What follows belongs to an exercise in optimizing a design on an open flow for small area; a production flow would make more cautious choices.
At most, simulation tests tie the RTL to the original design; equivalence was not proved.
Only the layout flow was run in run 6; the RTL was not checked for function there.
No activity file was given, so power comes from the tool's default toggle rates.

--- design/flow/flow/run.sh ---
#!/bin/bash
# The standard layout flow, with the port buffers made from the smallest
# buffer cell instead of the one buffer_ports picks by default.
export BUFFER_PORTS_ARGS="-buffer_cell sky130_fd_sc_hd__buf_1"
bash standard.sh > standard.log 2>&1
--- design/flow/config.mk ---
export PLATFORM = sky130hd
export DESIGN_NAME = lane_cur
export DESIGN_NICKNAME = lane_cur
export VERILOG_FILES = /design/flow/design.v
export SDC_FILE = /design/flow/constraint.sdc
export NUM_CORES = 4
export LEC_CHECK = 0
export CAP_MARGIN = 20
export CORE_MARGIN = 2
export CORE_UTILIZATION = 40
export SLEW_MARGIN = 20
--- design/flow/constraint.sdc ---
create_clock -name core_clock -period 12.0 [get_ports {clk}]
set_input_delay 2.4000 -clock core_clock [delete_from_list [all_inputs] [get_ports {clk}]]
set_output_delay 2.4000 -clock core_clock [all_outputs]
set_load 0.01 [all_outputs]
--- design/flow/standard.sh ---
#!/bin/bash
# synth_recipe.tcl (not shown) runs the flow's synth.tcl, then flattens the netlist and writes it again
# the make line also repeats each setting of config.mk as NAME=value (left out here)
make -C /OpenROAD-flow-scripts/flow DESIGN_CONFIG=/design/flow/config.mk WORK_HOME=/design/flow/orfs CLKGATE_MAP_FILE= SYNTH_SCRIPT=/design/flow/synth_recipe.tcl "${@:-finish}"
--- design/flow/design.v ---
module lane_cur (
    input                    clk,
    input                    rst,
    input                    start,
    input                    run,
    input                    three,
    input                    svm,
    input                    inv_a,
    input                    inv_b,
    input             [11:0] code_a,
    input             [11:0] code_b,
    input             [11:0] offs_a,
    input             [11:0] offs_b,
    input  signed     [17:0] iref_a,
    input  signed     [17:0] iref_b,
    input             [15:0] kpc,
    input             [15:0] kic,
    input             [14:0] vlim,
    input             [16:0] period,
    input             [11:0] minon,
    input             [11:0] minoff,
    output                   done,
    output signed     [15:0] v_a,
    output signed     [15:0] v_b,
    output signed     [15:0] v_c,
    output            [16:0] w_a,
    output            [16:0] w_b,
    output            [16:0] w_c
);
    reg  [5:0] cyc;
    wire       act  = start | (cyc != 6'd0);
    wire       kph  = act & (cyc[5:4] == 2'b00);           
    wire       icl  = (cyc == 6'd16);                      
    wire       pph  = (cyc >= 6'd17) & (cyc <= 6'd32);     
    wire       c0   = (cyc == 6'd0);
    wire       p0   = (cyc == 6'd17);
    wire       vcl  = (cyc == 6'd33);
    wire       w0   = (cyc == 6'd34);
    wire       w1   = (cyc == 6'd35);
    wire       w16  = (cyc == 6'd50);
    wire       wph  = (cyc >= 6'd34) & (cyc <= 6'd50);
    wire       wsh  = (cyc >= 6'd34);
    wire [3:0] j    = cyc[3:0];
    assign done = three ? (cyc == 6'd52) : (cyc == 6'd51);
    always @(posedge clk) begin
        if (rst | done)
            cyc <= 6'd0;
        else if (act)
            cyc <= cyc + 6'd1;
    end
    reg zf;
    always @(posedge clk) begin
        if (rst)
            zf <= 1'b1;
        else if (icl)
            zf <= 1'b0;
    end
    wire [15:0] kpr  = {kpc[14:0], kpc[15]};
    wire kbit = kph ? kic[j] : kpr[j];
    wire [15:0] vl16  = {1'b0, vlim};
    wire [15:0] vlor;
    wire [15:0] nvl16 = vl16 ^ vlor;
    assign vlor[0] = 1'b0;
    genvar gi;
    generate
        for (gi = 1; gi < 16; gi = gi + 1) begin : g_nvl
            assign vlor[gi] = vlor[gi-1] | vl16[gi-1];
        end
    endgenerate
    wire        z_a, z_b, r_a, r_b, d_a, d_b, sp_a, sp_b, sn_a, sn_b;
    wire [15:0] v_ra, v_rb;
    wire [17:0] h_a, h_b;
    wire        mid, mid_d;
    lane_cur_ph ua (
        .clk(clk), .run(run), .three(three), .svm(svm), .zf(zf),
        .code(code_a), .offs(offs_a), .iref(iref_a), .inv(inv_a),
        .period(period), .vlim(vlim), .vl16(vl16), .nvl16(nvl16),
        .kbit(kbit),
        .kph(kph), .pph(pph), .c0(c0), .p0(p0), .icl(icl), .vcl(vcl), .w0(w0),
        .w1(w1), .w16(w16), .wph(wph), .wsh(wsh),
        .mid(mid), .mid_d(mid_d),
        .r(r_a), .d(d_a), .v(v_ra), .h(h_a), .sp(sp_a), .sn(sn_a)
    );
    lane_cur_ph ub (
        .clk(clk), .run(run), .three(three), .svm(svm), .zf(zf),
        .code(code_b), .offs(offs_b), .iref(iref_b), .inv(inv_b),
        .period(period), .vlim(vlim), .vl16(vl16), .nvl16(nvl16),
        .kbit(kbit),
        .kph(kph), .pph(pph), .c0(c0), .p0(p0), .icl(icl), .vcl(vcl), .w0(w0),
        .w1(w1), .w16(w16), .wph(wph), .wsh(wsh),
        .mid(mid), .mid_d(mid_d),
        .r(r_b), .d(d_b), .v(v_rb), .h(h_b), .sp(sp_b), .sn(sn_b)
    );
    wire signed [15:0] pa = v_ra;
    wire signed [15:0] pb = v_rb;
    wire        s_co, ab_co, t1_co, t2_co;
    lane_cur_cry #(15) u_ss (.a(pa[14:0]), .b(pb[14:0]), .ci(1'b0), .co(s_co));
    wire        sge = ~(pa[15] ^ pb[15] ^ s_co);
    lane_cur_cry #(15) u_ab (.a(pa[14:0]), .b(~pb[14:0]), .ci(pa[15]), .co(ab_co));
    wire        asel = ~(ab_co ^ pa[15]);
    lane_cur_cry #(16) u_t1 (.a({pa[15], pa[15:1]}), .b(pb), .ci(1'b0), .co(t1_co));
    lane_cur_cry #(16) u_t2 (.a({pb[15], pb[15:1]}), .b(pa), .ci(1'b0), .co(t2_co));
    wire        t1 = pa[15] ^ pb[15] ^ t1_co;
    wire        t2 = pa[15] ^ pb[15] ^ t2_co;
    reg  [1:0]  selc;    
    always @(*) begin
        if (pa[15] == pb[15])
            selc = asel ? 2'd0 : 2'd1;
        else if (!pa[15])
            selc = sge ? (t1 ? 2'd2 : 2'd1) : (t2 ? 2'd0 : 2'd2);
        else
            selc = sge ? (t2 ? 2'd2 : 2'd0) : (t1 ? 2'd1 : 2'd2);
    end
    reg [1:0] sel;
    always @(posedge clk)
        if (w0) sel <= selc;
    reg  ccy, cseen, d_c, cy_c, lz_c, sp_c, sn_c, zd_c;
    wire ccy_i   = ~w0 & ccy;
    wire cseen_i = ~w0 & cseen;
    wire csum    = r_a ^ r_b ^ ccy_i;
    wire c_k     = csum ^ cseen_i;
    assign mid   = (sel == 2'd0) ? r_a : (sel == 2'd1) ? r_b : c_k;
    assign mid_d = (sel == 2'd0) ? d_a : (sel == 2'd1) ? d_b : d_c;
    wire mm_c   = ~svm | mid;
    wire cyi_c  = w1 ? (~svm | mid_d) : cy_c;
    wire z_c    = d_c ^ mm_c ^ cyi_c;
    wire cy17_c = (d_c & mm_c) | (d_c & cyi_c) | (mm_c & cyi_c);
    wire y16_c  = c_k ^ mm_c ^ cy17_c;
    wire cy18_c = (c_k & mm_c) | (c_k & cy17_c) | (mm_c & cy17_c);
    wire y17_c  = c_k ^ mm_c ^ cy18_c;
    wire bm_c   = three & wph & ~w0 & (z_c ^ w16);
    always @(posedge clk) begin
        ccy   <= (r_a & r_b) | (r_a & ccy_i) | (r_b & ccy_i);
        cseen <= cseen_i | csum;
        d_c   <= c_k;
        cy_c  <= cy17_c;
        lz_c  <= w0 | (lz_c & ~z_c);
        zd_c  <= z_c;
        if (w16) begin
            sp_c <= three & ~y17_c & (y16_c | z_c);
            sn_c <= three & y17_c & ~(y16_c & z_c & ~lz_c);
        end
    end
    reg  [17:0] h_c;
    reg  [15:0] v_rc;
    wire [17:0] hc_in = w0 ? 18'd0 : h_c;
    wire [18:0] tc;
    lane_cur_add #(18) u_tc (.a(hc_in), .b(bm_c ? {period, 1'b0} : 18'd0), .ci(1'b0), .s(tc[17:0]), .co(tc[18]));
    always @(posedge clk) begin
        h_c  <= tc[18:1];
        v_rc <= {three & zd_c, v_rc[15:1]};
    end
    wire [16:0] pm;
    wire        pm_co;
    lane_cur_add #(17) u_pm (.a(period), .b(~{5'd0, minoff}), .ci(1'b1), .s(pm), .co(pm_co));
    wire        dlt   = period[16] & (period[15:0] != 16'd0);
    wire [16:0] pbw;
    wire [16:0] pdec;
    assign pdec[0] = period[0] ^ ~dlt;
    assign pbw[0]  = ~period[0] & ~dlt;
    assign pdec[1] = period[1] ^ dlt ^ pbw[0];
    assign pbw[1]  = ~period[1] & (dlt | pbw[0]);
    generate
        for (gi = 2; gi < 17; gi = gi + 1) begin : g_pd
            assign pdec[gi] = period[gi] ^ pbw[gi-1];
            assign pbw[gi]  = ~period[gi] & pbw[gi-1];
        end
    endgenerate
    wire        mo_gt = (minoff[11:1] != 11'd0) | (minoff[0] & ~dlt);
    wire [16:0] psp   = mo_gt ? pm : pdec;
    wire        snb   = period[16] & (minon[11:1] == 11'd0);
    wire        lo_a, lo_b, lo_c, hi_a, hi_b, hi_c;
    lane_cur_cry #(12) u_loa (.a(h_a[12:1]), .b(~minon), .ci(1'b1), .co(lo_a));
    lane_cur_cry #(12) u_lob (.a(h_b[12:1]), .b(~minon), .ci(1'b1), .co(lo_b));
    lane_cur_cry #(12) u_loc (.a(h_c[12:1]), .b(~minon), .ci(1'b1), .co(lo_c));
    lane_cur_cry #(17) u_hia (.a(h_a[17:1]), .b(~pm), .ci(1'b0), .co(hi_a));
    lane_cur_cry #(17) u_hib (.a(h_b[17:1]), .b(~pm), .ci(1'b0), .co(hi_b));
    lane_cur_cry #(17) u_hic (.a(h_c[17:1]), .b(~pm), .ci(1'b0), .co(hi_c));
    reg         zr_a, zr_b, zr_c, hr_a, hr_b, hr_c;
    always @(posedge clk) begin
        zr_a <= ~lo_a & (h_a[17:13] == 5'd0);
        zr_b <= ~lo_b & (h_b[17:13] == 5'd0);
        zr_c <= ~lo_c & (h_c[17:13] == 5'd0);
        hr_a <= hi_a;
        hr_b <= hi_b;
        hr_c <= hi_c;
    end
    function automatic [16:0] lim(input [16:0] w, input zr, input hi,
                                  input sp, input sn);
        if (sp)
            lim = psp;
        else if (sn)
            lim = {16'd0, snb};
        else if (zr)
            lim = 17'd0;
        else if (hi)
            lim = pm;
        else
            lim = w;
    endfunction
    function automatic [15:0] vsat(input [15:0] v, input sp, input sn);
        vsat = sp ? 16'h7FFF : sn ? 16'h8001 : v;
    endfunction
    assign v_a = vsat(v_ra, sp_a, sn_a);
    assign v_b = vsat(v_rb, sp_b, sn_b);
    assign v_c = vsat(v_rc, sp_c, sn_c);
    assign w_a = lim(h_a[16:0], zr_a, hr_a, sp_a, sn_a);
    assign w_b = lim(h_b[16:0], zr_b, hr_b, sp_b, sn_b);
    assign w_c = lim(h_c[16:0], zr_c, hr_c, sp_c, sn_c);
endmodule
module lane_cur_ph (
    input                clk,
    input                run,
    input                three,
    input                svm,
    input                zf,
    input         [11:0] code,
    input         [11:0] offs,
    input  signed [17:0] iref,
    input                inv,
    input         [16:0] period,
    input         [14:0] vlim,
    input         [15:0] vl16,
    input         [15:0] nvl16,
    input                kbit,
    input                kph,
    input                pph,
    input                c0,
    input                p0,
    input                icl,
    input                vcl,
    input                w0,
    input                w1,
    input                w16,
    input                wph,
    input                wsh,
    input                mid,
    input                mid_d,
    output               r,
    output reg           d,
    output reg    [15:0] v,
    output        [17:0] h,
    output reg           sp,
    output reg           sn
);
    wire [11:0] dis;
    wire        dco;
    lane_cur_add #(12) u_di (.a(code), .b(~offs), .ci(1'b1), .s(dis), .co(dco));
    wire [12:0] di = {~dco, dis};
    wire [12:0] dx = di ^ {13{~inv}};
    wire [18:0] e;
    wire        ec13, eco;
    lane_cur_add #(13) u_e (.a(iref[12:0]), .b(dx), .ci(~inv), .s(e[12:0]), .co(ec13));
    lane_cur_sxt #(6) u_ex (.a({iref[17], iref[17:13]}), .b(dx[12]), .ci(ec13), .s(e[18:13]));
    reg  signed [23:0] hr;      
    reg         [23:0] ii;      
    assign h = hr[17:0];
    wire [26:0] zv   = {hr[18:0], v[15:8]};
    wire        zhz  = (zv[25:15] == 11'd0);
    wire        zho  = (zv[25:15] == 11'h7ff);
    wire        gco, lco;
    lane_cur_cry #(15) u_gt (.a(zv[14:0]), .b(~vlim), .ci(icl & (v[7:0] != 8'd0)), .co(gco));
    lane_cur_cry #(15) u_lt (.a(zv[14:0]), .b(vlim), .ci(1'b0), .co(lco));
    wire        sh   = ~zv[26] & (~zhz | gco);
    wire        sl   = zv[26] & (~zho | ~lco);
    wire [23:0] inew = ~run ? 24'd0 : sh ? {vl16, 8'd0} : sl ? {nvl16, 8'd0}
                                         : {hr[7:0], v[15:0]};
    wire        inj  = c0 | p0 | w0;
    wire [23:0] x24  = ii & {24{(c0 | p0) & ~zf}};
    wire [24:0] hin  = inj ? {x24[23], x24} : {hr[23], hr};
    wire pi  = kph | pph;
    reg  s, cy, lz, zd;
    assign r = w16 ? d : v[0];
    wire xx   = three ? d : d ^ s;
    wire mm   = three ? (~svm | mid) : ~s;
    wire cyi  = w1 ? (~three | ~svm | mid_d) : cy;
    wire z    = xx ^ mm ^ cyi;
    wire cy17 = (xx & mm) | (xx & cyi) | (mm & cyi);
    wire y16  = r ^ mm ^ cy17;
    wire cy18 = (r & mm) | (r & cy17) | (mm & cy17);
    wire y17  = r ^ mm ^ cy18;
    wire bm   = wph & ~w0 & (w16 ? three & ~z : z);
    wire signed [24:0] op2 = pi ? (kbit ? {{6{e[18]}}, e} : 25'sd0)
                                : (bm ? {7'd0, period, 1'b0} : 25'sd0);
    wire [24:0] t;
    wire        tc19;
    lane_cur_add #(19) u_t (.a(hin[18:0]), .b(op2[18:0]), .ci(1'b0), .s(t[18:0]), .co(tc19));
    lane_cur_sxt #(6) u_tx (.a(hin[24:19]), .b(op2[18]), .ci(tc19), .s(t[24:19]));
    always @(posedge clk) begin
        hr <= t[24:1];
        if (vcl)
            v <= ~run ? 16'd0 : sh ? vl16 : sl ? nvl16 : zv[15:0];
        else
            v <= {wsh ? (three ? zd : d) : t[0], v[15:1]};
        if (icl)
            ii <= inew;
        if (w0) s <= v[15];
        d  <= r;
        cy <= cy17;
        lz <= w0 | (lz & ~z);
        zd <= z;
        if (w16) begin
            sp <= three & ~y17 & (y16 | z);
            sn <= three & y17 & ~(y16 & z & ~lz);
        end
    end
endmodule
module lane_cur_add #(parameter W = 8) (
    input  [W-1:0] a,
    input  [W-1:0] b,
    input          ci,
    output [W-1:0] s,
    output         co
);
    wire [W:0] c;
    assign c[0] = ci;
    genvar i;
    generate
        for (i = 0; i < W; i = i + 1) begin : g
            wire p = a[i] ^ b[i];
            assign s[i]   = p ^ c[i];
            assign c[i+1] = (a[i] & b[i]) | (p & c[i]);
        end
    endgenerate
    assign co = c[W];
endmodule
module lane_cur_cry #(parameter W = 8) (
    input  [W-1:0] a,
    input  [W-1:0] b,
    input          ci,
    output         co
);
    wire [W:0] c;
    assign c[0] = ci;
    genvar i;
    generate
        for (i = 0; i < W; i = i + 1) begin : g
            assign c[i+1] = (a[i] & b[i]) | ((a[i] | b[i]) & c[i]);
        end
    endgenerate
    assign co = c[W];
endmodule
module lane_cur_sxt #(parameter W = 6) (
    input  [W-1:0] a,
    input          b,
    input          ci,
    output [W-1:0] s
);
    wire [W:0] po, pa;
    assign po[0] = 1'b0;
    assign pa[0] = 1'b1;
    genvar i;
    generate
        for (i = 0; i < W; i = i + 1) begin : g
            assign po[i+1] = po[i] | a[i];
            assign pa[i+1] = pa[i] & a[i];
            wire c = b ? (ci | po[i]) : (ci & pa[i]);
            assign s[i] = a[i] ^ b ^ c;
        end
    endgenerate
endmodule
==> impl_metrics.tcl, run 1 <==
set metrics [dict create \
    holdBufCountCts 0 \
    dpl.hpwl_um 49800 \
    period_minus_slack_ns 11.58 \
    numCtsBuffers 17 \
    power.density_nw_per_um2 208 \
    nets 2535 \
    ioPinCount 280 \
    cellInternalPower_w 0.00207 \
    crit_arrival_ns 9.18 \
    max_freq_mhz 86.4 \
    grt_max_degree 50 \
    drv_cap 0 \
    slew_viol_final 0 \
    drcViolationCount 0 \
    clkPwrFrac 0.153 \
    yosysUniqueCellTypes 77 \
    via_count 16500 \
    finalSetupViolCount 0 \
    area_growth_pct 12.4 \
    drtPass1Iterations 7 \
    p_sw_w 0.00197 \
    coreArea_um2 42800 \
    avgSynthCellArea_um2 8.61 \
    crit_type "primary input to output pin" \
    synth_seq_area_share 0.265 \
    ys_ff_latch 199 \
    antenna_left 0 \
    synth_async_sr_flop_share 0 \
    overflow 0 \
    worstPathRequired_ns 9.60 \
    syn_nets 2345 \
    p_leak_nw 7.60 \
    grt_use_total 0.277 \
    worst_hold_slack_ns 0.352 \
    worstMarginPinSlew_ns 0.993 \
    slew_headroom 0.336 \
    antenna_found_initial 0 \
    setup_ws_ns 0.425 \
    synthesis.area_um2 17300 \
    root_buffer "clkbuf_16" \
    start_util 0.403 \
    wirelength_um 63200 \
    path_clk_slew_ns 0.08 \
    antenna_cells 0 \
    rows 76 \
    synth_area_leaders "dfxtp_1, fa_1, edfxtp_1, inv_1, mux2i_1" \
    die_area_um2 44800 \
    swShare 0.488 \
    die_w_um 212 \
    port_buffers 279 \
    place_area_um2 18700 \
    clk_path_buf_depth 2 \
    fill_cells 4257 \
    multi_input_area_um2 11300 \
    tritoncts "done" \
    design_area_um2 19400 \
    power_w 0.00404 \
    synth_cells 2003 \
    synth_warnings 2 \
    end_kind "output pin" \
    synthFlopType "dfxtp_1" \
    die_y_um 212 \
    finalCritPeriodShare 0.965 \
    synth.top_cell.area_share 0.164 \
    insertion_delay_ns 0.46 \
    first_iter_violations 1912 \
    synth_area_leader_cell "dfxtp_1" \
    place_congestion 0.948 \
    finalHoldViolCount 0 \
    clkSinkCount 199 \
    crit_fanout 7 \
    dp_worst_setup_slack_ns -0.114 \
    grt_pass1_vias 15800 \
    ir_drop_mv 0.128 \
    drive_gt1_frac 0.0657 \
    hold_class "flop to flop" \
    h-tree-depth 4 \
    ff_latch_area_um2 4560 \
    rsz0062_at_grt "true" \
    grt_pass1_wl_um 93500 \
    p_comb_frac 0.543 \
    viasPerCell 5.99 \
    skew_ns 0.0137 \
    start_kind "primary input" \
    wl_per_cell_um 23.0 \
    p_seq_frac 0.304 \
    synth-edff-count 58 \
    status "timing/DRC/antenna clean" \
]
## path summary, 6_finish.rpt
kind | start | to | slack [ns] | cells past startpoint
max reg2reg | cyc[2]$_SDFFE_PP0N_ | ub.hr[22]$_DFF_P_ | 0.48 | 40
min reg2reg | v_rc[15]$_DFF_P_ | v_rc[14]$_DFF_P_ | 0.35 | 0
min | v_rc[15]$_DFF_P_ | v_rc[14]$_DFF_P_ | 0.35 | 0
max | period[0] | w_b[16] | 0.42 | 25
## cell usage after synthesis (all sizes together), types with 24 or more instances
cell and instances:
inv 217, nand2 162, dfxtp 141, nor2 126, o21ai 125, clkbuf 119, fa 116, a22oi 83
a21oi 82, mux2i 69, edfxtp 58, xnor2 53, maj3 49, nor3 49, ha 46, nand3 40
o22ai 37, buf 32, o221ai 29, and2 28, nor2b 26, a21o 24
## metal layers
layer	share of wire	vias up	GRT usage
li1	-	7497	-
met1	0.42	8127	0.372
met2	0.47	749	0.458
met3	0.074	98	0.0366
met4	0.032	0	0.0993
met5	0	-	0
## flip-flops by register name, summed over array words and instances (netlist names), 2 cells and up
name	count
cyc	6
h_c	18
sel	2
ua.hr	24
ua.ii	24
ua.v	16
ub.hr	24
ub.ii	24
ub.v	16
v_rc	16
## repair_timing
action                     CTS  global route
setup endpoints to repair    0             8
gates resized for setup      0            19
buffers inserted             0             4
## area by class of cell
type,instances,area share
multi-input cells,1434,0.585
inverters,219,0.0424
clock inverters,15,0.00948
flip-flops and latches,199,0.235
clock buffers,17,0.0219
well taps,546,0.0352
repair buffers,322,0.0706
## power by group through the flow
stage               clock, W  combinational (W)  sequential, W
finish              0.000617            0.00219        0.00123
global route        0.000651            0.00241        0.00124
CTS                 0.000626            0.00215        0.00121
detailed placement         0            0.00214        0.00122
global placement           0            0.00211        0.00122
floorplan                  0            0.00167       0.000973
## critical path: stages
cell and delay, ns:
buf_1 0.24, inv_1 0.19, ha_1 0.16, inv_1 0.05, fa_1 0.38, fa_1 0.39, fa_1 0.41, fa_1 0.40
fa_1 0.40, fa_1 0.39, fa_1 0.41, fa_1 0.41, fa_1 0.40, fa_1 0.40, fa_1 0.38, inv_1 0.07
ha_1 0.14, ha_1 0.15, ha_1 0.15, ha_1 0.18, xnor2_1 0.21, nand2_1 0.13, o21ai_0 0.18, o21ai_0 0.36
buf_1 0.19
## cell families after synthesis
kind of cell	synth area share
XOR/XNOR	0.0315
adder cells (fa/ha/maj)	0.197
AO/OA/AOI/OAI	0.217
multiplexers	0.0642
buffers and inverters	0.0836
flip-flops	0.265
AND/OR/NAND/NOR	0.143
## cell usage in the layout, fill, tap and decap left out, types with 29 or more instances in the layout
master and instances:
buf_1 279, buf_4 43, ha_1 45, a21oi_1 80, edfxtp_1 58, o22ai_1 37
o221ai_1 29, mux2i_1 67, fa_1 103, nand3_1 40, maj3_1 44, o21ai_0 121
inv_1 213, dfxtp_1 141, nor2_1 123, nor3_1 49, xnor2_1 53, nand2_1 161
a22oi_1 81
## per-stage QoR
stage,utilization,TNS (ns),std cells
2_1_floorplan,-,0,2003
3_3_place_gp,0.437,0,2717
3_5_place_dp,0.437,-0.298,2717
4_1_cts,0.451,0,2749
5_1_grt,0.453,-0.0420,2752
6_report,0.453,0,2752
==> run 2: changes to the inputs <==
==> design/flow/flow/run.sh (replaced) <==
#!/bin/bash
# Layout flow: the standard flow (standard.sh) with two changes.
#  1. Port buffers use the smallest buffer cell (buffer_ports -buffer_cell).
#  2. After the standard synthesis, the combinational logic is re-mapped for
#     area (flow/reopt.sh); registers keep their names and cell types, and the
#     new netlist is proven equal to the standard one before it is used.
set -u
export BUFFER_PORTS_ARGS="-buffer_cell sky130_fd_sc_hd__buf_1"
bash standard.sh synth > standard_synth.log 2>&1 || exit 1
R=orfs/results/sky130hd/lane_cur/base
LIB=$FLOW_HOME/platforms/sky130hd/lib/sky130_fd_sc_hd__tt_025C_1v80.lib
cp $R/1_2_yosys.v 1_2_yosys_standard.v
if bash flow/reopt.sh "$PWD/1_2_yosys_standard.v" "$PWD/1_2_yosys_reopt.v" "$LIB" flow/dontuse.txt "$PWD" > reopt.log 2>&1; then
  cp 1_2_yosys_reopt.v $R/1_2_yosys.v
  rm -f $R/1_synth.odb $R/1_synth.sdc
  echo "reopt: using the re-mapped netlist" >> reopt.log
else
  echo "reopt: failed, keeping the standard netlist" >> reopt.log
fi
bash standard.sh finish > standard.log 2>&1
==> design/flow/flow/dontuse.txt (new file) <==
sky130_fd_sc_hd__probe_p_8
sky130_fd_sc_hd__probec_p_8
sky130_fd_sc_hd__lpflow_bleeder_1
sky130_fd_sc_hd__lpflow_clkbufkapwr_1
sky130_fd_sc_hd__lpflow_clkbufkapwr_16
sky130_fd_sc_hd__lpflow_clkbufkapwr_2
sky130_fd_sc_hd__lpflow_clkbufkapwr_4
sky130_fd_sc_hd__lpflow_clkbufkapwr_8
sky130_fd_sc_hd__lpflow_clkinvkapwr_1
sky130_fd_sc_hd__lpflow_clkinvkapwr_16
sky130_fd_sc_hd__lpflow_clkinvkapwr_2
sky130_fd_sc_hd__lpflow_clkinvkapwr_4
sky130_fd_sc_hd__lpflow_clkinvkapwr_8
sky130_fd_sc_hd__lpflow_decapkapwr_12
sky130_fd_sc_hd__lpflow_decapkapwr_3
sky130_fd_sc_hd__lpflow_decapkapwr_4
sky130_fd_sc_hd__lpflow_decapkapwr_6
sky130_fd_sc_hd__lpflow_decapkapwr_8
sky130_fd_sc_hd__lpflow_inputiso0n_1
sky130_fd_sc_hd__lpflow_inputiso0p_1
sky130_fd_sc_hd__lpflow_inputiso1n_1
sky130_fd_sc_hd__lpflow_inputiso1p_1
sky130_fd_sc_hd__lpflow_inputisolatch_1
sky130_fd_sc_hd__lpflow_isobufsrc_1
sky130_fd_sc_hd__lpflow_isobufsrc_16
sky130_fd_sc_hd__lpflow_isobufsrc_2
sky130_fd_sc_hd__lpflow_isobufsrc_4
sky130_fd_sc_hd__lpflow_isobufsrc_8
sky130_fd_sc_hd__lpflow_isobufsrckapwr_16
sky130_fd_sc_hd__lpflow_lsbuf_lh_hl_isowell_tap_1
sky130_fd_sc_hd__lpflow_lsbuf_lh_hl_isowell_tap_2
sky130_fd_sc_hd__lpflow_lsbuf_lh_hl_isowell_tap_4
sky130_fd_sc_hd__lpflow_lsbuf_lh_isowell_4
sky130_fd_sc_hd__lpflow_lsbuf_lh_isowell_tap_1
sky130_fd_sc_hd__lpflow_lsbuf_lh_isowell_tap_2
sky130_fd_sc_hd__lpflow_lsbuf_lh_isowell_tap_4
sky130_fd_sc_hd__fill_1
sky130_fd_sc_hd__fill_2
sky130_fd_sc_hd__fill_4
sky130_fd_sc_hd__fill_8
==> design/flow/flow/reopt.sh (new file) <==
#!/bin/bash
# Re-map the combinational logic of the standard synthesis netlist for area.
# Registers, full and half adders and tie cells are kept as they are (same
# instances, names and cell types); everything else is flattened to its
# library function and mapped again by ABC with an area script.
# usage: reopt.sh IN.v OUT.v LIB DONT_USE_LIST WORKDIR
set -e
IN=$1; OUT=$2; LIB=$3; DU=$4; W=$5
KEEP=$(grep -o "sky130_fd_sc_hd__[a-z0-9_]*" $IN | sort -u | grep -E "__(dfxtp|edfxtp|dfxbp|edfxbp|dfrtp|dfstp|dfbbp|sdf|sedf|dl|fa|ha|conb)" | tr '\n' ' ')
DUARGS=""
for c in $(cat $DU); do DUARGS="$DUARGS -dont_use $c"; done
cat > $W/reopt_abc.script <<EOS
strash
dch -f
map -a
mfs2
strash
dch -f
map -a
topo
dnsize
EOS
cat > $W/reopt.ys <<EOS
read_liberty -ignore_miss_func $LIB
read_verilog $IN
hierarchy -top lane_cur
setattr -mod -set keep_hierarchy 1 $KEEP
flatten
opt_clean -purge
abc -liberty $LIB -script $W/reopt_abc.script $DUARGS
opt_clean -purge
hilomap -singleton -hicell sky130_fd_sc_hd__conb_1 HI -locell sky130_fd_sc_hd__conb_1 LO
insbuf -buf sky130_fd_sc_hd__buf_4 A X
splitnets
opt_clean -purge
select -module lane_cur
write_verilog -noattr -nohex -nodec -selected $OUT
EOS
yosys -p "script $W/reopt.ys" > $W/reopt_yosys.log 2>&1
# Prove the new netlist equal to the standard one (registers paired by name).
cat > $W/reopt_eq.ys <<EOS
read_liberty -ignore_miss_func $LIB
read_verilog $IN
rename lane_cur gold
read_verilog $OUT
rename lane_cur gate
setattr -mod -unset top gold gate
flatten
opt_clean
equiv_make gold gate equiv
hierarchy -top equiv
equiv_simple -seq 2
equiv_induct
equiv_status -assert
EOS
yosys -p "script $W/reopt_eq.ys" > $W/reopt_eq.log 2>&1
==> run 2 against run 1 <==
Design area down 6.1%. Largest cell class unchanged. Maximum frequency barely moved. Critical path depth rose by 10. Routed wire length is 3.1% lower. Register-to-register slack improved by 0.15 ns. Hold slack improved by 0.0010 ns. Still clean on timing, DRC and antenna. Clock skew up 0.011 ns. Count of clock-buffer cells in the layout up 1. Critical path type is now primary input to flop. Sequential cell count unchanged. Worst setup slack got worse by 0.011 ns. Synthesized area is 11% lower. Cell count rose by 0.69%.
==> impl_metrics.tcl, run 2 <==
set metrics [dict create \
    status "timing/DRC/antenna clean" \
    worstPathRequired_ns 12.43 \
    crit_path_max_incr_delay_ns 0.51 \
    tritoncts "done" \
    grt_use_total 0.300 \
    antenna_found_initial 0 \
    holdBufCountCts 0 \
    ioPinCount 280 \
    cts_setup_buffers 0 \
    hold_class "flop to flop" \
    finalSetupViolCount 0 \
    synth_cells 1895 \
    end_kind "flop" \
    nets 2588 \
    clk_path_buf_depth 2 \
    grt_pass1_vias 15000 \
    drcViolationCount 0 \
    slew_headroom 0.231 \
    clkPwrFrac 0.178 \
    ir_drop_mv 0.105 \
    setup_ws_ns 0.413 \
    p_sw_w 0.00172 \
    layout_commonest_cell "clkinv_1" \
    place_congestion 0.991 \
    dp_cells 2738 \
    crit_type "primary input to flop" \
    cpMaxStageDelayCell "fa_2" \
    fill_cells 3770 \
    viasPerCell 5.97 \
    finalHoldViolCount 0 \
    h-tree-depth 4 \
    p_leak_nw 6.13 \
    dpl.hpwl_um 49400 \
    cellInternalPower_w 0.00176 \
    coreArea_um2 37800 \
    drive_gt1_frac 0.0514 \
    insertion_delay_ns 0.48 \
    max_freq_mhz 86.3 \
    overflow 0 \
    root_buffer "clkbuf_16" \
    crit_fanout 5 \
    wl_per_cell_um 22.1 \
    die_w_um 200 \
    rows 71 \
    synth_warnings 2 \
    avgSynthCellArea_um2 8.10 \
    final_cell_mix "clkinv_1, buf_1, nand2_1" \
    port_buffers 279 \
    drv_cap 0 \
    crit_top_cell "fa_1" \
    power.density_nw_per_um2 191 \
    slew_viol_final 0 \
    skew_ns 0.0251 \
    wirelength_um 61200 \
    start_util 0.407 \
    antenna_left 0 \
    die_y_um 200 \
    die_area_um2 40000 \
    syn_nets 2237 \
    period_minus_slack_ns 11.59 \
    area_growth_pct 18.7 \
    grt_pass1_wl_um 89200 \
    stdcell_count 2771 \
    swShare 0.494 \
    grt_max_degree 52 \
    first_iter_violations 1933 \
    worstMarginPinSlew_ns 1.15 \
    p_comb_frac 0.503 \
    p_seq_frac 0.319 \
    finalCritPeriodShare 0.966 \
    start_kind "primary input" \
    clkSinkCount 199 \
    synthesis.area_um2 15300 \
    drtPass1Iterations 6 \
    crit_arrival_ns 12.02 \
    path_clk_slew_ns 0.10 \
    dp_worst_setup_slack_ns -0.164 \
    numCtsBuffers 17 \
    via_count 16600 \
]
[run 2: path summary, 6_finish.rpt]
check / from / endpoint / slack [ns] / cells after the start
setup reg to reg: cyc[5]$_SDFFE_PP0N_ / ua.hr[22]$_DFF_P_ / 0.63 / 45
hold reg to reg: v_rc[12]$_DFF_P_ / v_rc[11]$_DFF_P_ / 0.35 / 0
hold / removal: v_rc[12]$_DFF_P_ / v_rc[11]$_DFF_P_ / 0.35 / 0
setup / recovery: three / ua.hr[22]$_DFF_P_ / 0.41 / 35
[run 2: critical path: cells and delay by family]
family / cells / cell delay, ns
buf+inv: 5 / 0.66
xor+xnor: 1 / 0.20
compound gates: 3 / 0.65
fa+ha+maj: 19 / 7.39
simple gates: 7 / 0.70
[run 2: power by group through the flow]
| stage | registers [W] | clock network (W) | logic [W] |
|---|---|---|---|
| detailed placement | 0.00112 | 0 | 0.00169 |
| global placement | 0.00112 | 0 | 0.00168 |
| finish | 0.00111 | 0.000621 | 0.00175 |
| floorplan | 0.00102 | 0 | 0.00110 |
| CTS | 0.00110 | 0.000629 | 0.00170 |
| global route | 0.00113 | 0.000654 | 0.00191 |
[run 2: per-layer routing]
| metal | up-vias | share of wire | global-route usage | wire, um |
|---|---|---|---|---|
| met3 | 117 | 0.090 | 0.0509 | 5500 |
| li1 | 7538 | - | - | - |
| met2 | 912 | 0.45 | 0.468 | 27600 |
| met4 | 0 | 0.032 | 0.105 | 1970 |
| met1 | 7989 | 0.43 | 0.420 | 26200 |
| met5 | - | 0 | 0 | 0 |
[run 2: what timing repair did]
action                                  4_1_cts  5_1_grt
hold endpoints to repair                      0        0
endpoints found under the setup margin        0       13
gates resized for setup                       0       31
[run 2: final cells by class]
class                   instances  area [um2]  share of cell area
clock buffers                  18         429              0.0236
well taps                     511         639              0.0351
diodes                          1        2.50            0.000137
repair buffers                332        1450              0.0795
inverters                     313        1170              0.0645
multi-input cells            1383        9760               0.536
clock inverters                14         199              0.0109
flip-flops and latches        199        4560               0.251
[run 2: through the flow]
step	hold slack [ns]	total power (W)	TNS (ns)	cell area, um2	utilization
2_1_floorplan	0.331	0.00212	0	15400	-
3_3_place_gp	0.335	0.00280	0	17500	0.463
3_5_place_dp	0.338	0.00280	-0.734	17500	0.463
4_1_cts	0.354	0.00343	0	18100	0.479
5_1_grt	0.354	0.00370	-0.0317	18200	0.482
6_report	0.353	0.00349	0	18200	0.482
==> run 3: changes to the inputs <==
--- a/design/flow/flow/reopt.sh
+++ b/design/flow/flow/reopt.sh
@@ -1,15 +1,19 @@
 #!/bin/bash
 # Re-map the combinational logic of the standard synthesis netlist for area.
-# Registers, full and half adders and tie cells are kept as they are (same
+# Registers, full adders and tie cells are kept as they are (same
 # instances, names and cell types); everything else is flattened to its
 # library function and mapped again by ABC with an area script.
 # usage: reopt.sh IN.v OUT.v LIB DONT_USE_LIST WORKDIR
 set -e
 IN=$1; OUT=$2; LIB=$3; DU=$4; W=$5
-KEEP=$(grep -o "sky130_fd_sc_hd__[a-z0-9_]*" $IN | sort -u | grep -E "__(dfxtp|edfxtp|dfxbp|edfxbp|dfrtp|dfstp|dfbbp|sdf|sedf|dl|fa|ha|conb)" | tr '\n' ' ')
+KEEP=$(grep -o "sky130_fd_sc_hd__[a-z0-9_]*" $IN | sort -u | grep -E "__(dfxtp|edfxtp|dfxbp|edfxbp|dfrtp|dfstp|dfbbp|sdf|sedf|dl|fa|conb)" | tr '\n' ' ')
 DUARGS=""
 for c in $(cat $DU); do DUARGS="$DUARGS -dont_use $c"; done
 cat > $W/reopt_abc.script <<EOS
+strash
+dch -f
+map -a
+mfs2
 strash
 dch -f
 map -a
--- a/design/flow/config.mk
+++ b/design/flow/config.mk
@@ -8,4 +8,6 @@
 export CAP_MARGIN = 20
 export CORE_MARGIN = 2
 export CORE_UTILIZATION = 40
+export CTS_CLUSTER_DIAMETER = 120
+export CTS_CLUSTER_SIZE = 30
 export SLEW_MARGIN = 20
==> run 3 against run 2 <==
Largest cell class unchanged. Maximum frequency is essentially flat. Worst setup slack lost 0.0030 ns. Die area shrank 1.0%. Total power grew 2.1%. Clock power shrank 2%. Non-clock buffer count shrank 18. Synthesized area shrank 1.0%. Routed wire length shrank 1.8%. Cell count grew 1.6%.
==> impl_metrics.tcl, run 3 <==
set metrics [dict create \
    path_buf_inv 4 \
    whs_endpoint "v_rc[6]$_DFF_P_" \
    nets 2585 \
    synthesis.area_um2 15200 \
    first_iter_violations 1917 \
    path_clk_slew_ns 0.07 \
    root_buffer "clkbuf_16" \
    crit_fanout 6 \
    p_leak_nw 5.92 \
    insertion_delay_ns 0.47 \
    slew_viol_final 0 \
    die_w_um 199 \
    timing.rr.end "ua.hr[22]$_DFF_P_" \
    die_y_um 199 \
    period_minus_slack_ns 11.59 \
    avgSynthCellArea_um2 7.77 \
    power.density_nw_per_um2 200 \
    place_congestion 0.968 \
    crit_arrival_ns 9.19 \
    drive_gt1_frac 0.0391 \
    finalSetupViolCount 0 \
    slew_headroom 0.0961 \
    max_freq_mhz 86.3 \
    reg2reg_slack_ns 0.58 \
    port_buffers 279 \
    crit_type "primary input to output pin" \
    h-tree-depth 4 \
    ioPinCount 280 \
    crit_top_cell "fa_1" \
    via_count 16500 \
    holdBufCountCts 0 \
    grt_max_degree 52 \
    antenna_left 0 \
    grt_use_total 0.301 \
    rows 71 \
    overflow 0 \
    drcViolationCount 0 \
    coreArea_um2 37600 \
    layout_commonest_cell "clkinv_1" \
    tns_ns 0 \
    hold_class "flop to flop" \
    dp_worst_setup_slack_ns -0.142 \
    tritoncts "done" \
    drtPass1Iterations 6 \
    antenna_found_initial 3 \
    synth_cells 1956 \
    viasPerCell 5.87 \
    finalHoldViolCount 0 \
    rsz0062_at_grt "false" \
    start_kind "primary input" \
    area_growth_pct 17.3 \
    crit_path_max_incr_delay_ns 0.51 \
    final_cell_mix "clkinv_1, buf_1, nand2_1" \
    grt_pass1_wl_um 89200 \
    ir_drop_mv 0.115 \
    start_util 0.404 \
    end_kind "output pin" \
    numCtsBuffers 17 \
    clkSinkCount 199 \
    status "timing/DRC/antenna clean" \
    setup_ws_ns 0.410 \
    worstMarginPinSlew_ns 1.34 \
    drv_cap 0 \
    worstPathRequired_ns 9.60 \
    r2r-start "cyc[3]$_SDFFE_PP0N_" \
    cpMaxStageDelayCell "o21ai_0" \
    clk_path_buf_depth 2 \
    grt_pass1_vias 15200 \
    hp-start "v_rc[7]$_DFF_P_" \
    wirelength_um 60100 \
    dpl.hpwl_um 48200 \
    critPathTopFamily "adder cells" \
    r2r.worst_path.cells 43 \
    finalCritPeriodShare 0.966 \
    syn_nets 2252 \
    wl_per_cell_um 21.4 \
    synth_warnings 2 \
    whs_path_depth 0 \
    die_area_um2 39600 \
    skew_ns 0.0188 \
    path_cells "buf_1 > nand2_1 > fa_1 > fa_1 > fa_1 > fa_1 > fa_1 > fa_1 > fa_1 > fa_1 > fa_1 > fa_1 > fa_1 > nor2_1 > clkinv_1 > nor2_2 > nor2_1 > nor2_1 > clkinv_1 > o21ai_0 > o32ai_1 > buf_1" \
]
## run 3: changes by cell type in the layout (fill, tap and decap cells not counted), moves of 10 or more
cell,delta
o221ai_1,+10
a21oi_1,+11
nand2_1,+23
nor3_1,+10
clkinv_1,+11
nor2_1,+56
o22ai_1,-19
buf_4,-17
o211ai_1,-10
ha_1,-45
o21ai_0,+23
## run 3: how the worst max path moves through the flow
stage               cells past startpoint                 from                 to
finish                                 22            minoff[0]            w_a[14]
global route                           44  cyc[3]$_SDFFE_PP0N_  ub.hr[22]$_DFF_P_
CTS                                    24            minoff[0]            w_a[15]
detailed placement                     40                start  ub.hr[22]$_DFF_P_
global placement                       40                start  ua.hr[23]$_DFF_P_
floorplan                              39                start  ub.hr[22]$_DFF_P_
## run 3: stage by stage
step	instances	total power (W)	area [um2]	util	hold WS [ns]
after floorplan	1956	0.00221	15200	-	0.331
after global placement	2781	0.00289	17200	0.457	0.336
after detailed placement	2781	0.00291	17200	0.457	0.335
after CTS	2813	0.00351	17800	0.473	0.356
after global routing	2815	0.00380	17800	0.474	0.365
final	2815	0.00356	17800	0.474	0.354
## run 3: metal layers
layer,vias to the layer above,share of wire,GRT usage
met5,-,0.00027,0
met4,2,0.041,0.127
met3,113,0.089,0.0515
met2,852,0.45,0.470
met1,7920,0.42,0.413
li1,7625,-,-
## run 3: layout make-up
class                           instances  area [um2]
Clock inverter                         15         190
Inverter                              322        1210
Timing Repair Buffer                  314        1310
Fill cell                            3875       19800
Sequential cell                       199        4570
Antenna cell                            2        5.00
Clock buffer                           17         425
Tap cell                              511         639
Multi-Input combinational cell       1435        9480
## run 3: repair_timing
action                                  4_1_cts  5_1_grt
endpoints found under the setup margin        0       10
buffers inserted                              0        0
resized for setup                             0       15
## run 3: power by group
group	internal [W]	total [W]	switching (W)
sequential	0.000879	0.00113	0.000254
combinational	0.000625	0.00181	0.00119
clock	0.000287	0.000610	0.000323
==> run 4: changes to the inputs <==
--- a/design/flow/config.mk
+++ b/design/flow/config.mk
@@ -8,6 +8,4 @@
 export CAP_MARGIN = 20
 export CORE_MARGIN = 2
 export CORE_UTILIZATION = 40
-export CTS_CLUSTER_DIAMETER = 120
-export CTS_CLUSTER_SIZE = 30
 export SLEW_MARGIN = 20
==> run 4 against run 3 <==
Design area is the same. Combinational power is essentially flat. Worst setup slack is the same. Critical path depth is the same. Routed wire length is the same. Sequential cell count is the same. Clock skew is the same. Non-clock buffer count is the same. Highest routed layer unchanged.
==> impl_metrics.tcl, run 4 <==
set metrics [dict create \
    drtPass1Iterations 6 \
    die_y_um 199 \
    nets 2585 \
    first_iter_violations 1917 \
    crit_path_max_incr_delay_ns 0.51 \
    period_minus_slack_ns 11.59 \
    grt_max_degree 52 \
    hold_class "flop to flop" \
    dp_cells 2781 \
    stdcell_count 2815 \
    drv_cap 0 \
    ir_drop_mv 0.115 \
    synthesis.area_um2 15200 \
    worstPathRequired_ns 9.60 \
    viasPerCell 5.87 \
    die_area_um2 39600 \
    start_kind "primary input" \
    slew_viol_final 0 \
    power.density_nw_per_um2 200 \
    dp_worst_setup_slack_ns -0.142 \
    numCtsBuffers 17 \
    clkSinkCount 199 \
    tritoncts "done" \
    overflow 0 \
    syn_nets 2252 \
    end_kind "output pin" \
    grt_use_total 0.301 \
    final_cell_mix "clkinv_1, buf_1, nand2_1" \
    status "timing/DRC/antenna clean" \
    place_congestion 0.968 \
    ioPinCount 280 \
    die_w_um 199 \
    avgSynthCellArea_um2 7.77 \
    h-tree-depth 4 \
    skew_ns 0.0188 \
    clk_path_buf_depth 2 \
    crit_type "primary input to output pin" \
    p_leak_nw 5.92 \
    wl_per_cell_um 21.4 \
    crit_arrival_ns 9.19 \
    path_cells "buf_1 > nand2_1 > fa_1 > fa_1 > fa_1 > fa_1 > fa_1 > fa_1 > fa_1 > fa_1 > fa_1 > fa_1 > fa_1 > nor2_1 > clkinv_1 > nor2_2 > nor2_1 > nor2_1 > clkinv_1 > o21ai_0 > o32ai_1 > buf_1" \
    setup_ws_ns 0.410 \
    root_buffer "clkbuf_16" \
    drive_gt1_frac 0.0391 \
    synth_warnings 2 \
    area_growth_pct 17.3 \
    synth_cells 1956 \
    crit_top_cell "fa_1" \
    finalCritPeriodShare 0.966 \
    dpl.hpwl_um 48200 \
    coreArea_um2 37600 \
    crit_fanout 6 \
    finalHoldViolCount 0 \
    port_buffers 279 \
    slew_headroom 0.0961 \
    critPathTopFamily "adder cells" \
    cts_resized 0 \
    rsz0062_at_grt "false" \
    grt_pass1_vias 15200 \
    wirelength_um 60100 \
    holdBufCountCts 0 \
    path_clk_slew_ns 0.07 \
    start_util 0.404 \
    via_count 16500 \
    antenna_left 0 \
    finalSetupViolCount 0 \
    worstMarginPinSlew_ns 1.34 \
    cts_setup_buffers 0 \
    path_buf_inv 4 \
    layout_commonest_cell "clkinv_1" \
    antenna_found_initial 3 \
    max_freq_mhz 86.3 \
    rows 71 \
    final_core_util 0.474 \
    cpMaxStageDelayCell "o21ai_0" \
    drcViolationCount 0 \
    grt_pass1_wl_um 89200 \
    insertion_delay_ns 0.47 \
]
## run 4: area by class of cell
cell class,count,area (um2)
Fill cell,3875,19800
Multi-Input combinational cell,1435,9480
Sequential cell,199,4570
Timing Repair Buffer,314,1310
Inverter,322,1210
Tap cell,511,639
Clock buffer,17,425
Clock inverter,15,190
Antenna cell,2,5.00
## run 4: layer usage
layer,GRT usage,vias up,share of wire
met5,0,-,0.00027
met4,0.127,2,0.041
met3,0.0515,113,0.089
met2,0.470,852,0.45
met1,0.413,7920,0.42
li1,-,7625,-
## run 4: worst register-to-register path: cells and delay by family, from the launching register on
kind,cells,cell delay (ns)
adder cells (fa/ha/maj),20,7.97
buffers and inverters,7,0.65
AND/OR/NAND/NOR,11,1.28
AO/OA/AOI/OAI,3,0.58
XOR/XNOR,2,0.37
flip-flops,1,0.41
## run 4: final timing paths
path	from	endpoint	slack, ns	cells after the start
setup / recovery	minoff[0]	w_a[14]	0.41	22
hold / removal	v_rc[7]$_DFF_P_	v_rc[6]$_DFF_P_	0.35	0
setup reg to reg	cyc[3]$_SDFFE_PP0N_	ua.hr[22]$_DFF_P_	0.58	43
hold reg to reg	v_rc[7]$_DFF_P_	v_rc[6]$_DFF_P_	0.35	0
## run 4: stage by stage
step / hold WS, ns / setup TNS [ns] / instance area (um2) / power, W
2_1_floorplan: 0.331 / 0 / 15200 / 0.00221
3_3_place_gp: 0.336 / 0 / 17200 / 0.00289
3_5_place_dp: 0.335 / -0.390 / 17200 / 0.00291
4_1_cts: 0.356 / 0 / 17800 / 0.00351
5_1_grt: 0.365 / 0 / 17800 / 0.00380
6_report: 0.354 / 0 / 17800 / 0.00356
## run 4: power breakdown
part / leakage [nW] / internal (W) / switching (W)
sequential: 1.70 / 0.000879 / 0.000254
clock: 0.296 / 0.000287 / 0.000323
combinational: 3.92 / 0.000625 / 0.00119
total: 5.92 / 0.00179 / 0.00177
==> run 5: changes to the inputs <==
--- a/design/flow/flow/reopt.sh
+++ b/design/flow/flow/reopt.sh
@@ -10,6 +10,26 @@
 DUARGS=""
 for c in $(cat $DU); do DUARGS="$DUARGS -dont_use $c"; done
 cat > $W/reopt_abc.script <<EOS
+strash
+dch -f
+map -a
+mfs2
+strash
+dch -f
+map -a
+mfs2
+strash
+dch -f
+map -a
+mfs2
+strash
+dch -f
+map -a
+mfs2
+strash
+dch -f
+map -a
+mfs2
 strash
 dch -f
 map -a
==> run 5 against run 4 <==
Synthesized cell count fell by 2.7%. Routed wire length decreased by 2.2%. Register-to-register slack hardly changed. First-iteration DRC count decreased by 15%. Highest routed layer is now met4.
==> impl_metrics.tcl, run 5 <==
set metrics [dict create \
    grt_pass1_vias 15000 \
    die_y_um 197 \
    crit_path_max_incr_delay_ns 0.41 \
    start_util 0.407 \
    synth_cells 1903 \
    path_clk_slew_ns 0.09 \
    dpl.hpwl_um 47300 \
    worstMarginPinSlew_ns 1.16 \
    die_area_um2 38900 \
    clkSinkCount 199 \
    fill_cells 3741 \
    p_seq_frac 0.327 \
    antenna_left 0 \
    crit_type "primary input to flop" \
    status "timing/DRC/antenna clean" \
    slew_viol_final 0 \
    holdBufCountCts 0 \
    tritoncts "done" \
    tns_ns 0 \
    start_kind "primary input" \
    drive_gt1_frac 0.0559 \
    synth_warnings 2 \
    grt_max_degree 52 \
    place_area_um2 17000 \
    clkPwrFrac 0.183 \
    rows 70 \
    insertion_delay_ns 0.47 \
    swShare 0.483 \
    wirelength_um 58800 \
    finalHoldViolCount 0 \
    wl_per_cell_um 21.4 \
    drcViolationCount 0 \
    power.density_nw_per_um2 191 \
    nets 2555 \
    die_w_um 197 \
    crit_fanout 7 \
    p_sw_w 0.00164 \
    clk_path_buf_depth 2 \
    skew_ns 0.0193 \
    p_comb_frac 0.490 \
    worstPathRequired_ns 12.36 \
    antenna_found_initial 1 \
    h-tree-depth 4 \
    viasPerCell 5.88 \
    first_iter_violations 1629 \
    cellInternalPower_w 0.00175 \
    root_buffer "clkbuf_16" \
    cpMaxStageDelayCell "fa_1" \
    p_leak_nw 6.00 \
    avgSynthCellArea_um2 7.84 \
    overflow 0 \
    power_w 0.00339 \
    grt_pass1_wl_um 87800 \
    area_growth_pct 18.9 \
    crit_arrival_ns 11.93 \
    critPathTopFamily "adder cells" \
    dp_cells 2707 \
    place_congestion 0.961 \
    path_buf_inv 6 \
    port_buffers 279 \
    grt_use_total 0.300 \
    design_area_um2 17700 \
    finalSetupViolCount 0 \
    hold_class "flop to flop" \
    end_kind "flop" \
    routed-wl-met2_um 26100 \
    crit_top_cell "fa_1" \
    ioPinCount 280 \
    slew_headroom 0.217 \
    drtPass1Iterations 6 \
    stdcell_count 2742 \
    drt-met1-wl_um 25000 \
    max_freq_mhz 86.4 \
    ir_drop_mv 0.136 \
    synthesis.area_um2 14900 \
    layout_commonest_cell "clkinv_1" \
    routed.top_layer "met4" \
    met3_length_um 5530 \
    final_cell_mix "clkinv_1, buf_1, nor2_1" \
    coreArea_um2 36700 \
    drv_cap 0 \
    finalCritPeriodShare 0.964 \
    via_count 16100 \
    period_minus_slack_ns 11.57 \
    syn_nets 2199 \
    numCtsBuffers 17 \
]
==> run 5: layer usage <==
layer / track usage / vias to the layer above
met5: 0 / -
met4: 0.114 / 0
met3: 0.0574 / 112
met2: 0.460 / 855
met1: 0.419 / 7677
li1: - / 7474
==> run 5: metrics by stage <==
stage | setup WS (ns) | hold WS, ns | util
6_report | 0.430 | 0.352 | 0.484
5_1_grt | -0.0847 | 0.358 | 0.483
4_1_cts | 0.104 | 0.354 | 0.481
3_5_place_dp | -0.353 | 0.337 | 0.464
3_3_place_gp | -0.173 | 0.337 | 0.464
2_1_floorplan | 0.0593 | 0.331 | -
==> run 5: path summary, 6_finish.rpt <==
check	start	to	slack, ns	cells after the start
worst max-delay path	start	ub.hr[22]$_DFF_P_	0.43	39
worst min-delay path	v_rc[4]$_DFF_P_	v_rc[3]$_DFF_P_	0.35	0
worst max register to register	cyc[1]$_SDFFE_PP0N_	ua.hr[22]$_DFF_P_	0.59	47
worst min register to register	v_rc[4]$_DFF_P_	v_rc[3]$_DFF_P_	0.35	0
==> run 5: cell type report <==
cell class	count	area [um2]	share of cell area
repair buffers	337	1500	0.0843
multi-input cells	1374	9220	0.519
inverters	330	1240	0.0701
clock buffers	17	425	0.0240
diodes	2	5.00	0.000282
clock inverters	15	206	0.0116
well taps	468	586	0.0330
flip-flops and latches	199	4570	0.257
==> run 5: power by group through the flow <==
stage,combinational [W],sequential [W],clock [W]
6_report,0.00166,0.00111,0.000621
3_3_place_gp,0.00159,0.00112,0
2_1_floorplan,0.00103,0.00102,0
5_1_grt,0.00182,0.00113,0.000653
4_1_cts,0.00161,0.00110,0.000626
3_5_place_dp,0.00161,0.00111,0
==> run 5: repair_timing <==
| item | 4_1_cts | 5_1_grt |
|---|---|---|
| buffers inserted | 0 | 1 |
| hold endpoints to repair | 0 | 0 |
| gates resized for setup | 0 | 36 |
| endpoints found under the setup margin | 0 | 13 |
==> run 6: changes to the inputs <==
--- a/design/flow/design.v
+++ b/design/flow/design.v
@@ -40,6 +40,7 @@
     wire       w16  = (cyc == 6'd50);
     wire       wph  = (cyc >= 6'd34) & (cyc <= 6'd50);
     wire       wsh  = (cyc >= 6'd34);
+    wire       fc   = (cyc == 6'd51);                      
     wire [3:0] j    = cyc[3:0];
     assign done = three ? (cyc == 6'd52) : (cyc == 6'd51);
     always @(posedge clk) begin
@@ -57,6 +58,7 @@
     end
     wire [15:0] kpr  = {kpc[14:0], kpc[15]};
     wire kbit = kph ? kic[j] : kpr[j];
+    wire        dlt   = period[16] & (period[15:0] != 16'd0);    
     wire [15:0] vl16  = {1'b0, vlim};
     wire [15:0] vlor;
     wire [15:0] nvl16 = vl16 ^ vlor;
@@ -77,7 +79,7 @@
         .period(period), .vlim(vlim), .vl16(vl16), .nvl16(nvl16),
         .kbit(kbit),
         .kph(kph), .pph(pph), .c0(c0), .p0(p0), .icl(icl), .vcl(vcl), .w0(w0),
-        .w1(w1), .w16(w16), .wph(wph), .wsh(wsh),
+        .w1(w1), .w16(w16), .wph(wph), .wsh(wsh), .fc(fc), .dlt(dlt),
         .mid(mid), .mid_d(mid_d),
         .r(r_a), .d(d_a), .v(v_ra), .h(h_a), .sp(sp_a), .sn(sn_a)
     );
@@ -87,7 +89,7 @@
         .period(period), .vlim(vlim), .vl16(vl16), .nvl16(nvl16),
         .kbit(kbit),
         .kph(kph), .pph(pph), .c0(c0), .p0(p0), .icl(icl), .vcl(vcl), .w0(w0),
-        .w1(w1), .w16(w16), .wph(wph), .wsh(wsh),
+        .w1(w1), .w16(w16), .wph(wph), .wsh(wsh), .fc(fc), .dlt(dlt),
         .mid(mid), .mid_d(mid_d),
         .r(r_b), .d(d_b), .v(v_rb), .h(h_b), .sp(sp_b), .sn(sn_b)
     );
@@ -128,7 +130,9 @@
     wire y16_c  = c_k ^ mm_c ^ cy17_c;
     wire cy18_c = (c_k & mm_c) | (c_k & cy17_c) | (mm_c & cy17_c);
     wire y17_c  = c_k ^ mm_c ^ cy18_c;
-    wire bm_c   = three & wph & ~w0 & (z_c ^ w16);
+    wire fcs_c  = fc & sp_c;
+    wire fcn_c  = fc & sn_c;
+    wire bm_c   = (three & wph & ~w0 & (z_c ^ w16)) | fcs_c;
     always @(posedge clk) begin
         ccy   <= (r_a & r_b) | (r_a & ccy_i) | (r_b & ccy_i);
         cseen <= cseen_i | csum;
@@ -143,7 +147,8 @@
     end
     reg  [17:0] h_c;
     reg  [15:0] v_rc;
-    wire [17:0] hc_in = w0 ? 18'd0 : h_c;
+    wire [17:0] hc_in = (h_c & {18{~(w0 | fcs_c | fcn_c)}})
+                      | {{16{fcs_c}}, (fcs_c & ~dlt) | (fcn_c & period[16]), fcs_c};
     wire [18:0] tc;
     lane_cur_add #(18) u_tc (.a(hc_in), .b(bm_c ? {period, 1'b0} : 18'd0), .ci(1'b0), .s(tc[17:0]), .co(tc[18]));
     always @(posedge clk) begin
@@ -153,22 +158,8 @@
     wire [16:0] pm;
     wire        pm_co;
     lane_cur_add #(17) u_pm (.a(period), .b(~{5'd0, minoff}), .ci(1'b1), .s(pm), .co(pm_co));
-    wire        dlt   = period[16] & (period[15:0] != 16'd0);
-    wire [16:0] pbw;
-    wire [16:0] pdec;
-    assign pdec[0] = period[0] ^ ~dlt;
-    assign pbw[0]  = ~period[0] & ~dlt;
-    assign pdec[1] = period[1] ^ dlt ^ pbw[0];
-    assign pbw[1]  = ~period[1] & (dlt | pbw[0]);
-    generate
-        for (gi = 2; gi < 17; gi = gi + 1) begin : g_pd
-            assign pdec[gi] = period[gi] ^ pbw[gi-1];
-            assign pbw[gi]  = ~period[gi] & pbw[gi-1];
-        end
-    endgenerate
-    wire        mo_gt = (minoff[11:1] != 11'd0) | (minoff[0] & ~dlt);
-    wire [16:0] psp   = mo_gt ? pm : pdec;
-    wire        snb   = period[16] & (minon[11:1] == 11'd0);
+    wire        mo_gt = (minoff[11:1] != 11'd0) | (minoff[0] & ~dlt);   
+    wire        mn_gt = (minon[11:1] != 11'd0) | (minon[0] & ~period[16]);  
     wire        lo_a, lo_b, lo_c, hi_a, hi_b, hi_c;
     lane_cur_cry #(12) u_loa (.a(h_a[12:1]), .b(~minon), .ci(1'b1), .co(lo_a));
     lane_cur_cry #(12) u_lob (.a(h_b[12:1]), .b(~minon), .ci(1'b1), .co(lo_b));
@@ -177,21 +168,19 @@
     lane_cur_cry #(17) u_hib (.a(h_b[17:1]), .b(~pm), .ci(1'b0), .co(hi_b));
     lane_cur_cry #(17) u_hic (.a(h_c[17:1]), .b(~pm), .ci(1'b0), .co(hi_c));
     reg         zr_a, zr_b, zr_c, hr_a, hr_b, hr_c;
-    always @(posedge clk) begin
-        zr_a <= ~lo_a & (h_a[17:13] == 5'd0);
-        zr_b <= ~lo_b & (h_b[17:13] == 5'd0);
-        zr_c <= ~lo_c & (h_c[17:13] == 5'd0);
-        hr_a <= hi_a;
-        hr_b <= hi_b;
-        hr_c <= hi_c;
-    end
-    function automatic [16:0] lim(input [16:0] w, input zr, input hi,
-                                  input sp, input sn);
-        if (sp)
-            lim = psp;
-        else if (sn)
-            lim = {16'd0, snb};
-        else if (zr)
+    wire        sx_a = three & sp_a, nx_a = three & sn_a;
+    wire        sx_b = three & sp_b, nx_b = three & sn_b;
+    wire        sx_c = three & sp_c, nx_c = three & sn_c;
+    always @(posedge clk) begin
+        zr_a <= sx_a ? 1'b0 : nx_a ? mn_gt : ~lo_a & (h_a[17:13] == 5'd0);
+        zr_b <= sx_b ? 1'b0 : nx_b ? mn_gt : ~lo_b & (h_b[17:13] == 5'd0);
+        zr_c <= sx_c ? 1'b0 : nx_c ? mn_gt : ~lo_c & (h_c[17:13] == 5'd0);
+        hr_a <= sx_a ? mo_gt : nx_a ? 1'b0 : hi_a;
+        hr_b <= sx_b ? mo_gt : nx_b ? 1'b0 : hi_b;
+        hr_c <= sx_c ? mo_gt : nx_c ? 1'b0 : hi_c;
+    end
+    function automatic [16:0] lim(input [16:0] w, input zr, input hi);
+        if (zr)
             lim = 17'd0;
         else if (hi)
             lim = pm;
@@ -204,9 +193,9 @@
     assign v_a = vsat(v_ra, sp_a, sn_a);
     assign v_b = vsat(v_rb, sp_b, sn_b);
     assign v_c = vsat(v_rc, sp_c, sn_c);
-    assign w_a = lim(h_a[16:0], zr_a, hr_a, sp_a, sn_a);
-    assign w_b = lim(h_b[16:0], zr_b, hr_b, sp_b, sn_b);
-    assign w_c = lim(h_c[16:0], zr_c, hr_c, sp_c, sn_c);
+    assign w_a = lim(h_a[16:0], zr_a, hr_a);
+    assign w_b = lim(h_b[16:0], zr_b, hr_b);
+    assign w_c = lim(h_c[16:0], zr_c, hr_c);
 endmodule
 module lane_cur_ph (
     input                clk,
@@ -234,6 +223,8 @@
     input                w16,
     input                wph,
     input                wsh,
+    input                fc,
+    input                dlt,
     input                mid,
     input                mid_d,
     output               r,
@@ -252,7 +243,8 @@
     wire        ec13, eco;
     lane_cur_add #(13) u_e (.a(iref[12:0]), .b(dx), .ci(~inv), .s(e[12:0]), .co(ec13));
     lane_cur_sxt #(6) u_ex (.a({iref[17], iref[17:13]}), .b(dx[12]), .ci(ec13), .s(e[18:13]));
-    reg  signed [23:0] hr;      
+    reg         [23:0] hrn;     
+    wire        [23:0] hr = ~hrn;
     reg         [23:0] ii;      
     assign h = hr[17:0];
     wire [26:0] zv   = {hr[18:0], v[15:8]};
@@ -267,7 +259,11 @@
                                          : {hr[7:0], v[15:0]};
     wire        inj  = c0 | p0 | w0;
     wire [23:0] x24  = ii & {24{(c0 | p0) & ~zf}};
-    wire [24:0] hin  = inj ? {x24[23], x24} : {hr[23], hr};
+    wire        fcs  = fc & sp;
+    wire        fcn  = fc & sn;
+    wire [24:0] hin  = inj ? {x24[23], x24}
+                           : ({hr[23], hr} & {25{~(fcs | fcn)}})
+                             | {{23{fcs}}, (fcs & ~dlt) | (fcn & period[16]), fcs};
     wire pi  = kph | pph;
     reg  s, cy, lz, zd;
     assign r = w16 ? d : v[0];
@@ -279,7 +275,7 @@
     wire y16  = r ^ mm ^ cy17;
     wire cy18 = (r & mm) | (r & cy17) | (mm & cy17);
     wire y17  = r ^ mm ^ cy18;
-    wire bm   = wph & ~w0 & (w16 ? three & ~z : z);
+    wire bm   = (wph & ~w0 & (w16 ? three & ~z : z)) | fcs;
     wire signed [24:0] op2 = pi ? (kbit ? {{6{e[18]}}, e} : 25'sd0)
                                 : (bm ? {7'd0, period, 1'b0} : 25'sd0);
     wire [24:0] t;
@@ -287,7 +283,7 @@
     lane_cur_add #(19) u_t (.a(hin[18:0]), .b(op2[18:0]), .ci(1'b0), .s(t[18:0]), .co(tc19));
     lane_cur_sxt #(6) u_tx (.a(hin[24:19]), .b(op2[18]), .ci(tc19), .s(t[24:19]));
     always @(posedge clk) begin
-        hr <= t[24:1];
+        hrn <= ~t[24:1];
         if (vcl)
             v <= ~run ? 16'd0 : sh ? vl16 : sl ? nvl16 : zv[15:0];
         else
==> run 6 against run 5 <==
Still clean on timing, DRC and antenna. Design area shrank 0.67%. Cell count down 3.1%. Global-route usage up 0.62 points. Hold slack got worse by 0.00084 ns. Sequential cell count is the same. Via count decreased by 2.7%. Synthesized area shrank 2.7%. Synthesized cell count shrank 6.1%. Worst setup slack got worse by 0.025 ns. Sequential power barely moved. Clock skew down 0.0018 ns. Critical path depth shrank 5.
==> impl_metrics.tcl, run 6 <==
set metrics [dict create \
    status "timing/DRC/antenna clean" \
    nets 2475 \
    path_clk_slew_ns 0.08 \
    numCtsBuffers 17 \
    tritoncts "done" \
    start_util 0.407 \
    die_w_um 195 \
    antenna_found_initial 5 \
    die_area_um2 37800 \
    drive_gt1_frac 0.0849 \
    holdBufCountCts 0 \
    start_kind "primary input" \
    worstMarginPinSlew_ns 1.04 \
    max_freq_mhz 86.2 \
    crit_arrival_ns 11.99 \
    rows 69 \
    grt_max_degree 52 \
    final_core_util 0.494 \
    overflow 0 \
    crit_type "primary input to flop" \
    finalCritPeriodShare 0.966 \
    worstPathRequired_ns 12.40 \
    end_kind "flop" \
    crit_fanout 2 \
    port_buffers 279 \
    drv_cap 0 \
    finalHoldViolCount 0 \
    via_count 15700 \
    coreArea_um2 35700 \
    skew_ns 0.0175 \
    design_area_um2 17600 \
    layout_commonest_cell "clkinv_1" \
    r2r-start "cyc[5]$_SDFFE_PP0N_" \
    syn_nets 2082 \
    wl_per_cell_um 22.2 \
    clk_path_buf_depth 2 \
    ioPinCount 280 \
    crit_path_max_incr_delay_ns 0.52 \
    viasPerCell 5.91 \
    place_area_um2 16900 \
    drcViolationCount 0 \
    tns_ns 0 \
    wirelength_um 58900 \
    synth_warnings 2 \
    dpl.hpwl_um 46900 \
    hp-start "v_rc[1]$_DFF_P_" \
    final_cell_mix "clkinv_1, buf_1, o21ai_0" \
    insertion_delay_ns 0.46 \
    avgSynthCellArea_um2 8.13 \
    p_leak_nw 5.86 \
    finalSetupViolCount 0 \
    first_iter_violations 1582 \
    power_w 0.00323 \
    ir_drop_mv 0.0973 \
    slew_headroom 0.307 \
    root_buffer "clkbuf_16" \
    die_y_um 195 \
    period_minus_slack_ns 11.59 \
    synth_cells 1786 \
    slew_viol_final 0 \
    crit_top_cell "fa_1" \
    grt_pass1_vias 14800 \
    drtPass1Iterations 6 \
    antenna_left 0 \
    clkSinkCount 199 \
    crit_start "code_b[0]" \
    hold_class "flop to flop" \
    area_growth_pct 21.4 \
    h-tree-depth 4 \
    cpMaxStageDelayCell "fa_1" \
    grt_pass1_wl_um 87700 \
    synthesis.area_um2 14500 \
    grt_use_total 0.306 \
    power.density_nw_per_um2 183 \
    place_congestion 0.979 \
]
## run 6: worst paths after layout
| path | end | slack, ns | cells past startpoint |
|---|---|---|---|
| hold reg to reg | v_rc[0]$_DFF_P_ | 0.35 | 0 |
| setup reg to reg | ub.hrn[22]$_DFF_P_ | 0.56 | 46 |
| setup / recovery | ub.hrn[22]$_DFF_P_ | 0.41 | 34 |
| hold / removal | v_rc[0]$_DFF_P_ | 0.35 | 0 |
## run 6: area by class of cell
| class | instances | area (um2) |
|---|---|---|
| Tap cell | 461 | 577 |
| Fill cell | 3627 | 18000 |
| Clock inverter | 13 | 143 |
| Clock buffer | 19 | 443 |
| Antenna cell | 3 | 7.51 |
| Timing Repair Buffer | 374 | 1760 |
| Inverter | 289 | 1090 |
| Sequential cell | 199 | 4560 |
| Multi-Input combinational cell | 1298 | 9040 |
## run 6: timing repair
action / in CTS / in global routing
setup buffers: 0 / 3
setup endpoints to repair: 4 / 10
cloned: 0 / 0
gates resized for setup: 8 / 37
pin swaps: 0 / 12
## run 6: power breakdown
| group | switching (W) | total (W) | internal, W |
|---|---|---|---|
| Combinational | 0.000993 | 0.00155 | 0.000559 |
| Clock | 0.000297 | 0.000579 | 0.000282 |
| Sequential | 0.000235 | 0.00110 | 0.000860 |
## run 6: critical path, delay by kind of cell
kind	cells	cell delay (ns)
AOI/OAI and AO/OA	3	0.29
xor gates and xnor gates	1	0.15
and+or+nand+nor	6	0.67
adders and majority gates	20	8.13
buffers and inverters	4	0.33
## run 6: layer usage
layer	vias to the layer above	share of wire	global-route usage
li1	7238	-	-
met1	7550	0.42	0.422
met2	762	0.45	0.477
met3	132	0.085	0.0479
met4	2	0.042	0.133
met5	-	0.00014	0
## run 6: metrics by stage
step | instances | worst slack (ns) | hold WS (ns)
2_1_floorplan | 1786 | 0.0346 | 0.331
3_3_place_gp | 2618 | -0.478 | 0.334
3_5_place_dp | 2618 | -0.622 | 0.338
4_1_cts | 2650 | 0.00647 | 0.353
5_1_grt | 2656 | -0.0369 | 0.357
6_report | 2656 | 0.405 | 0.351

[static timing again, ports no longer ideal]
The results above use ideal ports. As a check the final layouts listed here were re-extracted and re-timed, cells and wires unchanged. Step 1 assumes that a clkbuf_16 drives the clock port and a buf_2 every other input. Step 2 also shifts input and output timing later by t, the mid clock arrival at the registers, as if the neighbouring blocks saw the same clock. Three values: no drivers, after step 1, after step 2; two values: the first two.
run	t, ns	setup slack, ns
run 1	0.512	0.425 / 0.397 / 0.024
run 2	0.522	0.413 / 0.441 / -0.074
run 3	0.511	0.410 / 0.385 / -0.045
run 4	0.511	0.410 / 0.385 / -0.045
run 5	0.514	0.430 / 0.460 / -0.054
run 6	0.511	0.405 / 0.437 / -0.074
With both steps, setup timing fails in 5 of these runs, where it was met with ideal ports.
